What follows belongs to an exercise in optimizing a design on an open flow for small area, a short achievable clock period and few clock cycles; a production flow would make more cautious choices.
Only simulation tests tie the RTL to the original design; equivalence was not proved.
Power and IR drop assume default switching activity.

==> 02-13: inputs <==
## adeger_core
module adeger_core (
    input  wire        clk,
    input  wire        rst,
    input  wire        run,
    input  wire [15:0] entry,
    output wire [1:0]  state,
    output wire [3:0]  fault_cause,
    output wire [15:0] fault_pc,
    output wire [31:0] fault_word,
    output wire        imem_en,
    output wire [9:0]  imem_addr,
    input  wire [31:0] imem_rdata,
    output wire        dmem_en,
    output wire        dmem_we,
    output wire [8:0]  dmem_addr,
    output wire [47:0] dmem_wdata,
    input  wire [47:0] dmem_rdata,
    output wire        evt_valid,
    output wire [13:0] evt_code
);
==> flow/config.mk <==
export PLATFORM = sky130hd
export DESIGN_NAME = adeger_core
export DESIGN_NICKNAME = adeger_core
export VERILOG_FILES = /design/flow/design.v
export SDC_FILE = /design/flow/constraint.sdc
export NUM_CORES = 4
export LEC_CHECK = 0
export CAP_MARGIN = 40
export CORE_MARGIN = 2
export CORE_UTILIZATION = 40
export PLACE_DENSITY = 0.6
export SLEW_MARGIN = 30
==> flow/constraint.sdc <==
create_clock -name core_clock -period 12.0 [get_ports {clk}]
set_input_delay 2.4000 -clock core_clock [delete_from_list [all_inputs] [get_ports {clk}]]
set_output_delay 2.4000 -clock core_clock [all_outputs]
set_load 0.01 [all_outputs]
standard.sh (not shown) runs the stock make flow with config.mk's settings and CLKGATE_MAP_FILE= SYNTH_SCRIPT=/design/flow/synth_recipe.tcl, a recipe that flattens the netlist after the stock synthesis.
==> flow/flow/run.sh <==
#!/bin/bash
# The standard layout with its constraints, with these changes to how it is
# made: no full/half-adder cell extraction in synthesis (ABC maps the
# adders), timing repair aims further below the clock period (setup margin),
# the resizer may swap a cell for one of another footprint, and the port
# buffers are buf_4 cells.
set -o pipefail
bash standard.sh SETUP_SLACK_MARGIN=7 MATCH_CELL_FOOTPRINT=0 ADDER_MAP_FILE= \
    'BUFFER_PORTS_ARGS=-buffer_cell sky130_fd_sc_hd__buf_4' finish > standard.log 2>&1
==> 06-26 (differences from 02-13) <==
--- a/flow/design.v
+++ b/flow/design.v
@@ -172,17 +172,18 @@
     wire d_k_sub = d_alu && d_kind == 4'd3;
     wire d_k_sh  = d_alu && (d_kind == 4'd7 || d_kind == 4'd8 || d_kind == 4'd9);
     wire d_cmpp  = d_cmp && !d_imf && d_fn[0];
     wire d_dst_s = d_fmta && d_crd == 2'd3;           
     wire d_dst_fl = d_dst_s && d_rd == 4'd4;
     wire d_ldish = d_ldi && d_r2 == 4'd2;
     wire d_we_w  = (d_alu && !d_cmp && !d_dst_s) || d_ldi || d_loop;
     wire d_we_a  = d_alu && !d_cmp && d_dst_s && !d_rd[2];
-    wire [3:0] d_ra     = d_alu ? d_r1 : d_rd;
+    wire       d_ra_rd  = (d_op[4:2] == 3'b000) || (d_op[4:2] == 3'b111);
+    wire [3:0] d_ra     = d_ra_rd ? d_rd : d_r1;
     wire [3:0] d_rb     = d_r2;
     wire       d_a_w    = (d_alu && (d_imf || d_cr1 == 2'd0)) || d_ldish || d_loop || d_st;
     wire       d_a_s    = d_fmta && d_cr1 == 2'd3;
     wire       d_b_w    = d_fmta && d_cr2 == 2'd0;
     wire       d_b_s    = d_fmta && d_cr2 == 2'd3;
     wire       d_b_i    = (d_alu && d_imf) || d_ldi;
     wire       d_imm_sx = (d_imf && (d_k_add || d_k_sub || d_cmp)) || (d_ldi && d_r2 == 4'd0);
     wire [47:0] opa = e_opa;
@@ -246,25 +247,22 @@
         begin
             onehot16 = 16'd0;
             onehot16[x] = 1'b1;
         end
     endfunction
     wire [15:0] ra_oh = onehot16(d_ra);
     wire [15:0] rb_oh = onehot16(d_rb);
     reg  [47:0] rf_a, rf_b;
-    reg         one_a;
     always @(*) begin
         rf_a = 48'd0;
         rf_b = 48'd0;
-        one_a = 1'b0;
         for (i = 0; i < 16; i = i + 1) begin
             rf_a = rf_a | ({48{ra_oh[i]}} & w[i]);
             rf_b = rf_b | ({48{rb_oh[i]}} & w[i]);
-            one_a = one_a | (ra_oh[i] & one[i]);
         end
     end
     wire e_wr   = e_v & e_we_w;
     wire fa_e   = d_a_w & e_wr & (e_rd == d_ra);
     wire fa_l   = d_a_w & ldwb & (ld_rd == d_ra) & ~fa_e;
     wire fa_r   = d_a_w & ~fa_e & ~fa_l;
     wire fb_e   = d_b_w & e_wr & (e_rd == d_rb);
     wire fb_l   = d_b_w & ldwb & (ld_rd == d_rb) & ~fb_e;
@@ -284,17 +282,20 @@
                       | ({48{sa_o}} & {32'd0, sa_val})
                       | ({48{sa_fl}} & {42'd0, fl_fwd});
     wire [47:0] opb_d = ({48{fb_r}} & rf_b)
                       | ({48{fb_e}} & result)
                       | ({48{fb_l}} & dmem_rdata)
                       | ({48{sb_o}} & {32'd0, sb_val})
                       | ({48{sb_fl}} & {42'd0, fl_fwd})
                       | ({48{d_b_i}} & d_immx);
-    wire is1 = fa_e ? r_one : fa_l ? ld_one : one_a;
+    wire one_rd = |(onehot16(d_rd) & one);
+    wire l_e = e_wr & (e_rd == d_rd);
+    wire l_l = ldwb & (ld_rd == d_rd);
+    wire is1 = l_e ? r_one : l_l ? ld_one : one_rd;
     wire [1:0] e_wa   = e_rd[1:0];
     wire d_ahaz = e_v & e_we_a & (((d_ld | d_st) & (d_an == e_wa)) |
                                   (d_a_s & ~d_r1[2] & (d_r1[1:0] == e_wa)) |
                                   (d_b_s & ~d_r2[2] & (d_r2[1:0] == e_wa)));
     wire d_taken = d_ahaz | d_br | d_call | d_ret |
                    (d_bz & fl_fwd[0]) | (d_bnz & ~fl_fwd[0]) | (d_bn & fl_fwd[1]) |
                    (d_loop & ~is1);
     wire [15:0] d_tgt = d_ahaz ? f_pc : d_ret ? {5'd0, lr} : (f_pc + iw[15:0]);
==> flow/flow/run.sh (replaced) <==
#!/bin/bash
# The standard layout with its constraints, with these changes to how it is
# made: timing repair aims further below the clock period (setup margin),
# the resizer may swap a cell for one of another footprint, and the port
# buffers are buf_4 cells.
set -o pipefail
bash standard.sh SETUP_SLACK_MARGIN=7 MATCH_CELL_FOOTPRINT=0 \
    'BUFFER_PORTS_ARGS=-buffer_cell sky130_fd_sc_hd__buf_4' finish > standard.log 2>&1
==> comparison table <==
| item | 02-13 | 06-26 |
|---|---|---|
| Status | finished clean | finished clean |
| Drt wl/cell | 36.3 um | 38.4 um |
| Number of diodes | 19 | 6 |
| Worst slew slack as a fraction of its limit | 32.8% | 32.1% |
| Via count of the first global-routing pass | 60,600 | 58,600 |
| Part of the power in the clock network | 34.4% | 33.3% |
| Worst-path fanout max | 3 | 6 |
| Timing startpoint of the critical path | imem_rdata[1] | e_ir[18] |
| Worst-case vdd ir drop | 0.127 mV | 0.177 mV |
| Global-route wire length before repair | 461,000 um | 460,000 um |
| Post-synthesis cell type count | 106 | 94 |
| Total met3 wirelength after detailed routing | 50,000 um | 49,100 um |
| Total routing usage reported by global routing | 35.7% | 37.1% |
| Detailed Routing Iterations Pass 1 | 13 | 14 |
| HPWL reported at the end of detailed placement | 208,000 um | 216,000 um |
| Switching component of the power | 3700 uW | 4110 uW |
| Setup slack, reg-to-reg | 6.78 ns | 6.68 ns |
| Fraction of met2 tracks used by global routing | 51.9% | 54.3% |
| Post-synthesis adder-cell area fraction | 0.619% | 4.84% |
| Routed WL | 337,000 um | 347,000 um |
| Critical path required time | 12.62 ns | 12.55 ns |
| Worst Slack Setup Final | 6.45 ns | 6.68 ns |
Testbench counts of 02-13, summed over its fixed seeds: cycles 199,151.
Testbench counts of 06-26, summed over its fixed seeds: cycles 199,151.

static timing again, ports no longer ideal:
The results above use ideal ports. As a check the final layouts listed here were re-extracted and re-timed, cells and wires unchanged.
Step 1 sets driving cells, clkbuf_16 on the clock port and buf_2 on the other inputs (assumed; they add their load-dependent delay and slew).
Step 2 also shifts input and output timing later by t, the mid clock arrival at the registers, as if the neighbouring blocks saw the same clock.
a / b / c = no drivers / after step 1 / after step 2; a / b = the first two.
run	shift t [ns]	setup slack, ns	slew at the worst register clock pin (ns)	worst data-port slew with drivers (ns)	cell pins on the clock port's net
02-13	0.867	6.455 / 6.490 / 5.623	0.09 / 0.09	0.20	1
06-26	0.891	6.681 / 6.681 / 5.883	0.07 / 0.07	0.22	1
After both steps every run listed still meets setup and hold. The setup slack of 02-13, which loses most, moves by +0.035 ns with the drivers and by -0.832 ns with both steps.
